Background: an optimization exercise with open tools, aiming at small area, a short achievable clock period and few clock cycles per item. Do not read the settings as production practice.
RTL that was checked went through simulation tests only; none was proved equivalent to the original.
Power is estimated from default activity; no workload was simulated.

== v6 ==
// damask_ga
module damask_ga (
    input  wire        clk,
    input  wire        rst,         
    input  wire        start,       
    input  wire [47:0] acc,         
    input  wire [7:0]  dks,         
    input  wire [3:0]  cls,         
    input  wire [15:0] age_gmax,    
    input  wire        age_en,      
    output reg         dec_rd,      
    output reg  [3:0]  dec_cls,     
    output reg  [5:0]  dec_idx,     
    input  wire [15:0] dec_data,    
    output reg         done,        
    output reg  [15:0] ga,          
    output reg         age_cap      
);
For scale: about 1,100 cells after synthesis, ~130 I/O pins, about 9200 um^2 of cells after synthesis.
clock: 12.0 ns
lec_check: 0
cap_margin: 20
core_margin: 2
core_utilization: 40
cts_cluster_diameter: 60
cts_cluster_size: 12
slew_margin: 20
run.sh (not shown) runs the stock make flow with config.mk's settings and CLKGATE_MAP_FILE= SYNTH_SCRIPT=/design/flow/synth_recipe.tcl, a recipe that flattens the netlist after the stock synthesis.
The inputs of v7 differ from those of v6 as listed below.
--- a/flow/design.v
+++ b/flow/design.v
@@ -91,17 +91,27 @@
                       : L;
     wire [16:0] V    = L;
     wire [16:0] x1   = {X, ga[15]};
     wire [17:0] d1   = {1'b0, x1} - {1'b0, V};
     wire        q1   = ~d1[17];
     wire [15:0] r1   = q1 ? d1[15:0] : x1[15:0];
-    wire        g1   = age_gmax[4'd15 - c[3:0]];
+    wire [16:0] x2   = {r1, ga[14]};
+    wire [17:0] d2   = {1'b0, x2} - {1'b0, V};
+    wire        q2   = ~d2[17];
+    wire [15:0] r2   = q2 ? d2[15:0] : x2[15:0];
+    wire [7:0]  godd = {age_gmax[15], age_gmax[13], age_gmax[11], age_gmax[9],
+                        age_gmax[7],  age_gmax[5],  age_gmax[3],  age_gmax[1]};
+    wire [7:0]  gevn = {age_gmax[14], age_gmax[12], age_gmax[10], age_gmax[8],
+                        age_gmax[6],  age_gmax[4],  age_gmax[2],  age_gmax[0]};
+    wire        g1   = godd[3'd7 - c[2:0]];
+    wire        g2   = gevn[3'd7 - c[2:0]];
     wire        sat  = (c == 5'd0) & (V <= 17'd8192);
-    wire        gt   = eq & q1 & ~g1;
-    wire        eq2  = eq & (q1 == g1);
-    wire        last = (c[3:0] == 4'd15);
+    wire        eq1  = eq & (q1 == g1);
+    wire        gt   = (eq & q1 & ~g1) | (eq1 & q2 & ~g2);
+    wire        eq2  = eq1 & (q2 == g2);
+    wire        last = (c[2:0] == 3'd7);
     always @(posedge clk) begin
         done    <= 1'b0;
         dec_rd  <= ~rst;
         dec_cls <= cls;
         dd      <= dec_data;
         dk      <= dks;
@@ -177,14 +187,14 @@
                         ga <= {1'b0, dec_data[15:1]};
                         c  <= 5'd0;
                         st <= S_DIV;
                     end
                 end
                 S_DIV: begin
-                    X  <= r1;
-                    ga <= {ga[14:0], q1};
+                    X  <= r2;
+                    ga <= {ga[13:0], q1, q2};
                     eq <= eq2;
                     if (sat | gt) begin
                         ga      <= age_gmax;
                         age_cap <= 1'b1;
                         done    <= 1'b1;
                         c       <= 5'd0;
Findings:
- Between v6 and v7, the flow reports final design instance area without fill increasing by more than 10%.
- The lower post-synthesis mux area share came out of v6.
- v7: number of logic stages on the critical path including buffering lower than v6
- Of v7 and v6, the lower global-route wire length before repair belongs to v6.
- Cell count, v7 and v6: smaller value in v6
- According to the power report, total power for v7 is higher than for v6.
- Re net count of the finished layout: v6 was lower than v7.
- In the metrics for v7 and v6, the one carrying the higher routed wire length is v7.
- Against v6 as the reference, v7 delivers a lower area growth from synthesis to layout.
Testbench counts of v7, summed over its fixed seeds: cycles 405,173, lamps 16,000.
No functional check of the RTL was part of v6.

========
The RTL this note starts from:
==> flow/design.v <==
module damask_ga (
    input  wire        clk,
    input  wire        rst,         
    input  wire        start,       
    input  wire [47:0] acc,         
    input  wire [7:0]  dks,         
    input  wire [3:0]  cls,         
    input  wire [15:0] age_gmax,    
    input  wire        age_en,      
    output reg         dec_rd,      
    output reg  [3:0]  dec_cls,     
    output reg  [5:0]  dec_idx,     
    input  wire [15:0] dec_data,    
    output reg         done,        
    output reg  [15:0] ga,          
    output reg         age_cap      
);
    localparam I_IDLE = 0, I_STR = 1, I_INT = 2, I_FAR = 3, I_DIV = 4, I_CAP = 5;
    reg [5:0]  st;
    reg [4:0]  c;        
    reg [1:0]  pa;       
    reg        pz;       
    reg [7:0]  dk;       
    reg [7:0]  R;        
    reg [17:0] W;        
    reg        odd;      
    reg [16:0] L;        
    reg [15:0] X;        
    reg [15:0] dd;       
    reg        eq;       
    reg        stop_d;   
    reg [7:0]  Bsel;     
    reg [6:0]  nzr;      
    reg [1:0]  fbr;      
    reg f_lin, f_int, f_c17, f_c15, f_c11, f_end, f_c18, f_late, f_c26;
    reg f_int1, f_int3, f_int10, f_far2, f_div0, f_last, g;
    wire in_idle = st[I_IDLE];
    wire in_str  = st[I_STR];
    wire in_int  = st[I_INT];
    wire in_far  = st[I_FAR];
    wire in_div  = st[I_DIV];
    wire in_cap  = st[I_CAP];
    wire [55:0] accx = {7'd0, acc, 1'b0};               
    wire [6:0]  nzb;                                     
    genvar gi;
    generate for (gi = 0; gi < 7; gi = gi + 1) begin : NZ
        assign nzb[gi] = |accx[8*gi +: 8];
    end endgenerate
    wire [7:0]  Bs   = Bsel >> {c[1:0], 1'b0};
    wire [6:0]  nzab = nzr >> c[4:2];                    
    wire        abv  = |nzab[6:1];
    wire        pz_n = in_idle ? ~(|acc & |dks)
                               : (~(|Bs | abv) | (dk == 8'd0));
    wire [1:0]  pa_n = in_idle ? {acc[0], 1'b0} : Bs[1:0];
    wire far_early = (|acc[47:42] & dks[7])
                   | (|acc[47:43] & |dks[7:6])
                   | (|acc[47:44] & |dks[7:5])
                   | (|acc[47:45] & |dks[7:4])
                   | (|acc[47:46] & |dks[7:3])
                   | ( acc[47]    & |dks[7:2]);
    wire [9:0] sumR = {2'b0, R} + (pa[0] ? {2'b0, dk} : 10'd0)
                                + (pa[1] ? {1'b0, dk, 1'b0} : 10'd0);
    wire       stop  = pz & (R == 8'd0);       
    wire       odd_n = W[17];
    wire [1:0] m2    = odd_n ? W[16:15] : W[15:14];
    wire [2:0] cj    = c[2:0] - 3'd3;            
    wire [5:0] j     = {cj, odd_n, m2};
    wire lin_now  = in_str & f_c18 & stop;
    wire str_late = in_str & f_late;
    wire str_far  = str_late & (stop ? (j == 6'd63) : f_c26);
    wire       stop_nx = pz_n & (sumR[9:2] == 8'd0);
    wire       odd_x   = sumR[1];
    wire [1:0] m2_x    = odd_x ? {sumR[0], W[17]} : W[17:16];
    wire [5:0] j_x     = {c[2:0] - 3'd2, odd_x, m2_x};   
    wire pre_int  = in_str & (f_c18 | f_late) & ~stop & stop_nx & (j_x != 6'd63);
    wire str_int0 = str_late & stop & (j != 6'd63);
    wire str_int  = str_int0 | pre_int;
    wire [5:0] j_e   = pre_int ? j_x : j;
    wire       odd_e = pre_int ? odd_x : odd_n;
    wire tail     = in_str & f_c17 & stop_d;
    wire lin_end  = lin_now | (tail & f_end);
    wire odd_n2   = in_str ? odd_n : odd;
    wire [1:0] fb = fbr;
    wire [15:0] s0 = fb[0] ? dd : X;
    wire [15:0] s1 = fb[1] ? dd : X;
    wire [18:0] sumL = {2'b0, L} + {3'b0, s0} + {2'b0, s1, 1'b0};
    wire [16:0] Lstep = sumL[18:2];
    wire signed [15:0] u  = {~L[15], L[14:0]};
    wire signed [15:0] u8 = u >>> 8;
    wire signed [15:0] u4 = u >>> 4;
    wire [16:0] Ltail = f_c11 ? {1'b0, L[15], {15{~L[15]}}}
                      : f_c15 ? {1'b0, ~u8[15], u8[14:0]}
                              : {1'b0, ~u4[15], u4[14:0]};
    wire [16:0] Lload = in_idle ? 17'd32768
                      : f_int3  ? {1'b0, dd} + 17'd8192
                      : f_far2  ? {1'b0, dec_data}
                      : L;
    wire [16:0] Lnext = tail ? Ltail : (f_lin | f_int) ? Lstep : Lload;
    wire [16:0] V    = L;
    wire [16:0] x1   = {X, ga[15]};
    wire [17:0] d1   = {1'b0, x1} - {1'b0, V};
    wire        q1   = ~d1[17];
    wire [15:0] r1   = q1 ? d1[15:0] : x1[15:0];
    wire        sat  = f_div0 & (V <= 17'd8192);
    wire        gt   = eq & q1 & ~g;
    wire        eq2  = eq & (q1 == g);
    wire        xit  = in_div & (sat | gt);
    reg [5:0] st_n;
    reg [4:0] c_n;
    always @(*) begin
        st_n = st;
        c_n  = c + 5'd1;
        if (rst) begin
            st_n = 6'd1 << I_IDLE;
            c_n  = 5'd0;
        end else begin
            if (in_idle) begin
                c_n = 5'd1;
                if (start & age_en)
                    st_n = far_early ? (6'd1 << I_FAR) : (6'd1 << I_STR);
            end
            if (in_str) begin
                if (str_far)      begin st_n = 6'd1 << I_FAR; c_n = 5'd1; end
                else if (str_int) begin st_n = 6'd1 << I_INT; c_n = 5'd1; end
                else if (lin_end) begin st_n = 6'd1 << I_DIV; c_n = 5'd0; end
                else if (tail)    c_n = c + (f_c11 ? 5'd8 : f_c15 ? 5'd4 : 5'd2);
            end
            if (in_int & f_int10) begin st_n = 6'd1 << I_DIV; c_n = 5'd0; end
            if (in_far & f_far2)  begin st_n = 6'd1 << I_DIV; c_n = 5'd0; end
            if (in_div & (xit | (f_last & ~eq2))) st_n = 6'd1 << I_IDLE;
            if (in_div & f_last & eq2 & ~xit)      st_n = 6'd1 << I_CAP;
            if (in_cap)                            st_n = 6'd1 << I_IDLE;
        end
    end
    wire n_str = ~rst & ((in_idle & start & age_en & ~far_early)
               | (in_str & ~str_far & ~str_int & ~lin_end));
    wire n_int = ~rst & ((in_str & str_int) | (in_int & ~f_int10));
    wire n_far = ~rst & ((in_idle & start & age_en & far_early)
               | (in_str & str_far) | (in_far & ~f_far2));
    wire n_div = ~rst & ((in_str & lin_end) | (in_int & f_int10)
               | (in_far & f_far2) | (in_div & ~f_last));
    always @(posedge clk) begin
        st <= st_n;
        c  <= c_n;
        f_lin   <= n_str & (c_n >= 5'd6) & (c_n <= 5'd18);
        f_int   <= n_int & (c_n >= 5'd4);
        f_c17   <= n_str & (c_n <= 5'd17);
        f_c15   <= (c_n <= 5'd15);
        f_c11   <= (c_n <= 5'd11);
        f_end   <= (c_n == 5'd11) | (c_n == 5'd15) | (c_n == 5'd17);
        f_c18   <= n_str & (c_n == 5'd18);
        f_late  <= n_str & (c_n >= 5'd19);
        f_c26   <= (c_n == 5'd26);
        f_int1  <= n_int & (c_n == 5'd1);
        f_int3  <= n_int & (c_n == 5'd3);
        f_int10 <= n_int & (c_n == 5'd10);
        f_far2  <= n_far & (c_n == 5'd2);
        f_div0  <= n_div & (c_n == 5'd0);
        f_last  <= n_div & (c_n == 5'd15);
        g       <= age_gmax[4'd15 - c_n[3:0]];
        done    <= 1'b0;
        dec_rd  <= ~rst;
        dec_cls <= cls;
        dd      <= dec_data;
        dk      <= dks;
        pa      <= pa_n;
        pz      <= pz_n;
        Bsel    <= (c_n[4:2] < 3'd7) ? accx[8*c_n[4:2] +: 8] : 8'd0;
        nzr     <= nzb;
        if (n_int & (c_n == 5'd4))
            fbr <= odd_n2 ? W[2:1] : W[1:0];
        else if (n_int)
            fbr <= odd_n2 ? W[4:3] : W[3:2];
        else
            fbr <= sumR[1:0];
        R       <= in_str ? sumR[9:2] : 8'd128;
        L       <= Lnext;
        stop_d  <= stop & in_str;
        eq      <= in_div ? eq2 : 1'b1;
        if ((in_str & ~(str_late & stop)) | f_int)
            W <= {sumR[1:0], W[17:2]};
        if (in_str & str_int)
            odd <= odd_e;
        if (in_idle)
            X <= 16'd32768;
        else if (in_div)
            X <= r1;
        else if (f_c18 | (tail & f_end) | in_far | f_int10)
            X <= 16'd8192;
        else if (f_int3)
            X <= dd;
        if (in_div)
            ga <= (gt | sat) ? age_gmax
                : f_div0 ? {L[15:1], q1} : {ga[14:0], q1};
        else if (in_cap)
            ga <= age_gmax;
        else
            ga <= 16'd16384;
        if (in_div & (sat | gt))
            age_cap <= 1'b1;
        else if (in_cap)
            age_cap <= ({X, 1'b0} > V);
        else
            age_cap <= 1'b0;
        if (in_idle)
            dec_idx <= (start & far_early) ? 6'd63 : 6'd0;
        else if (in_str)
            dec_idx <= str_far ? 6'd63 : str_int ? j_e : 6'd0;
        else if (f_int1)
            dec_idx <= dec_idx + 6'd1;
        if (rst)
            done <= 1'b0;
        else
            done <= (in_idle & start & ~age_en) | xit
                  | (in_div & f_last & ~eq2) | in_cap;
    end
endmodule
export LEC_CHECK = 0
export ABC_AREA = 1
export CAP_MARGIN = 20
export CORE_MARGIN = 2
export CORE_UTILIZATION = 50
export CTS_CLUSTER_DIAMETER = 60
export CTS_CLUSTER_SIZE = 12
export SLEW_MARGIN = 20
create_clock -name core_clock -period 12.0 [get_ports {clk}]
standard.sh (not shown) runs the stock make flow with config.mk's settings and CLKGATE_MAP_FILE= SYNTH_SCRIPT=/design/flow/synth_recipe.tcl, a recipe that flattens the netlist after the stock synthesis.
==> flow/flow/run.sh <==
#!/bin/bash
# Standard layout with two changes to how it is made (the clock and the
# constraints are unchanged):
#  - the timing repair steps aim for more setup slack than the period needs;
#  - the port buffers are plain buffers instead of the delay cells that
#    buffer_ports picks by default.
set -euo pipefail
export SETUP_SLACK_MARGIN=${MARGIN:-8.5}
export BUFFER_PORTS_ARGS="-buffer_cell sky130_fd_sc_hd__buf_2"
bash standard.sh > standard.log 2>&1
Change:
--- a/flow/design.v
+++ b/flow/design.v
@@ -33,5 +33,5 @@
     reg [6:0]  nzr;      
     reg [1:0]  fbr;      
-    reg f_lin, f_int, f_c17, f_c15, f_c11, f_end, f_c18, f_late, f_c26;
+    reg f_lin, f_int, f_c16, f_c14, f_c10, f_c18, f_late, f_c26;
     reg f_int1, f_int3, f_int10, f_far2, f_div0, f_last, g;
     wire in_idle = st[I_IDLE];
@@ -69,15 +69,6 @@
     wire str_late = in_str & f_late;
     wire str_far  = str_late & (stop ? (j == 6'd63) : f_c26);
-    wire       stop_nx = pz_n & (sumR[9:2] == 8'd0);
-    wire       odd_x   = sumR[1];
-    wire [1:0] m2_x    = odd_x ? {sumR[0], W[17]} : W[17:16];
-    wire [5:0] j_x     = {c[2:0] - 3'd2, odd_x, m2_x};   
-    wire pre_int  = in_str & (f_c18 | f_late) & ~stop & stop_nx & (j_x != 6'd63);
-    wire str_int0 = str_late & stop & (j != 6'd63);
-    wire str_int  = str_int0 | pre_int;
-    wire [5:0] j_e   = pre_int ? j_x : j;
-    wire       odd_e = pre_int ? odd_x : odd_n;
-    wire tail     = in_str & f_c17 & stop_d;
-    wire lin_end  = lin_now | (tail & f_end);
+    wire str_int  = str_late & stop & (j != 6'd63);
+    wire tail     = in_str & f_c16 & stop_d;
     wire odd_n2   = in_str ? odd_n : odd;
     wire [1:0] fb = fbr;
@@ -89,6 +80,6 @@
     wire signed [15:0] u8 = u >>> 8;
     wire signed [15:0] u4 = u >>> 4;
-    wire [16:0] Ltail = f_c11 ? {1'b0, L[15], {15{~L[15]}}}
-                      : f_c15 ? {1'b0, ~u8[15], u8[14:0]}
+    wire [16:0] Ltail = f_c10 ? {1'b0, L[15], {15{~L[15]}}}
+                      : f_c14 ? {1'b0, ~u8[15], u8[14:0]}
                               : {1'b0, ~u4[15], u4[14:0]};
     wire [16:0] Lload = in_idle ? 17'd32768
@@ -123,6 +114,6 @@
                 if (str_far)      begin st_n = 6'd1 << I_FAR; c_n = 5'd1; end
                 else if (str_int) begin st_n = 6'd1 << I_INT; c_n = 5'd1; end
-                else if (lin_end) begin st_n = 6'd1 << I_DIV; c_n = 5'd0; end
-                else if (tail)    c_n = c + (f_c11 ? 5'd8 : f_c15 ? 5'd4 : 5'd2);
+                else if (lin_now) begin st_n = 6'd1 << I_DIV; c_n = 5'd0; end
+                else if (tail)    c_n = c + (f_c10 ? 5'd8 : f_c14 ? 5'd4 : 5'd2);
             end
             if (in_int & f_int10) begin st_n = 6'd1 << I_DIV; c_n = 5'd0; end
@@ -134,9 +125,9 @@
     end
     wire n_str = ~rst & ((in_idle & start & age_en & ~far_early)
-               | (in_str & ~str_far & ~str_int & ~lin_end));
+               | (in_str & ~str_far & ~str_int & ~lin_now));
     wire n_int = ~rst & ((in_str & str_int) | (in_int & ~f_int10));
     wire n_far = ~rst & ((in_idle & start & age_en & far_early)
                | (in_str & str_far) | (in_far & ~f_far2));
-    wire n_div = ~rst & ((in_str & lin_end) | (in_int & f_int10)
+    wire n_div = ~rst & ((in_str & lin_now) | (in_int & f_int10)
                | (in_far & f_far2) | (in_div & ~f_last));
     always @(posedge clk) begin
@@ -145,8 +136,7 @@
         f_lin   <= n_str & (c_n >= 5'd6) & (c_n <= 5'd18);
         f_int   <= n_int & (c_n >= 5'd4);
-        f_c17   <= n_str & (c_n <= 5'd17);
-        f_c15   <= (c_n <= 5'd15);
-        f_c11   <= (c_n <= 5'd11);
-        f_end   <= (c_n == 5'd11) | (c_n == 5'd15) | (c_n == 5'd17);
+        f_c16   <= n_str & (c_n <= 5'd16);
+        f_c14   <= (c_n <= 5'd14);
+        f_c10   <= (c_n <= 5'd10);
         f_c18   <= n_str & (c_n == 5'd18);
         f_late  <= n_str & (c_n >= 5'd19);
@@ -181,10 +171,10 @@
             W <= {sumR[1:0], W[17:2]};
         if (in_str & str_int)
-            odd <= odd_e;
+            odd <= odd_n;
         if (in_idle)
             X <= 16'd32768;
         else if (in_div)
             X <= r1;
-        else if (f_c18 | (tail & f_end) | in_far | f_int10)
+        else if (f_c18 | in_far | f_int10)
             X <= 16'd8192;
         else if (f_int3)
@@ -206,5 +196,5 @@
             dec_idx <= (start & far_early) ? 6'd63 : 6'd0;
         else if (in_str)
-            dec_idx <= str_far ? 6'd63 : str_int ? j_e : 6'd0;
+            dec_idx <= str_far ? 6'd63 : str_int ? j : 6'd0;
         else if (f_int1)
             dec_idx <= dec_idx + 6'd1;
After rerunning: The changed run ran to the end with no violations; global-route usage goes down by 1.5 points; total power goes down by 11%; first-iteration DRC count goes down by 29%; cell count goes down by 3.0%; wire length goes down by 9.9%; via count goes down by 5.4%; worst hold slack is worse by 0.0066 ns.
Testbench counts after the change, summed over its fixed seeds: cycles 499,723, lamps 16,000.
Function not checked in the first run of this note: the RTL went through the layout flow alone.

[static timing again, ports no longer ideal]
In the flow no input, the clock included, has a driving cell. The finished layouts below were timed again as built, in two steps.
Step 1 sets driving cells, clkbuf_16 on the clock port and buf_2 on the other inputs (assumed; they add their load-dependent delay and slew).
Step 2 moves the port delays by t, midway between the first and last clock arrival at a register: inputs arrive t later, outputs are due t later. That takes back most of the time a late clock gives input paths.
Three values: no drivers, after step 1, after step 2; two values: the first two.
| run | t, ns | setup slack, ns | cell pins on the clock port's net |
|---|---|---|---|
| v6 | 0.479 | 5.112 / 5.112 / 5.112 | 1 |
| v7 | 0.469 | 5.378 / 5.378 / 5.378 | 1 |
| the first run of note 2 | 0.489 | 8.006 / 8.020 / 7.531 | 1 |
| the second run of note 2 | 0.484 | 8.538 / 8.487 / 8.064 | 1 |
After both steps every run listed still meets setup and hold. For the first run of note 2, which loses most, drivers alone change the setup slack by +0.014 ns; drivers and shift together by -0.475 ns.
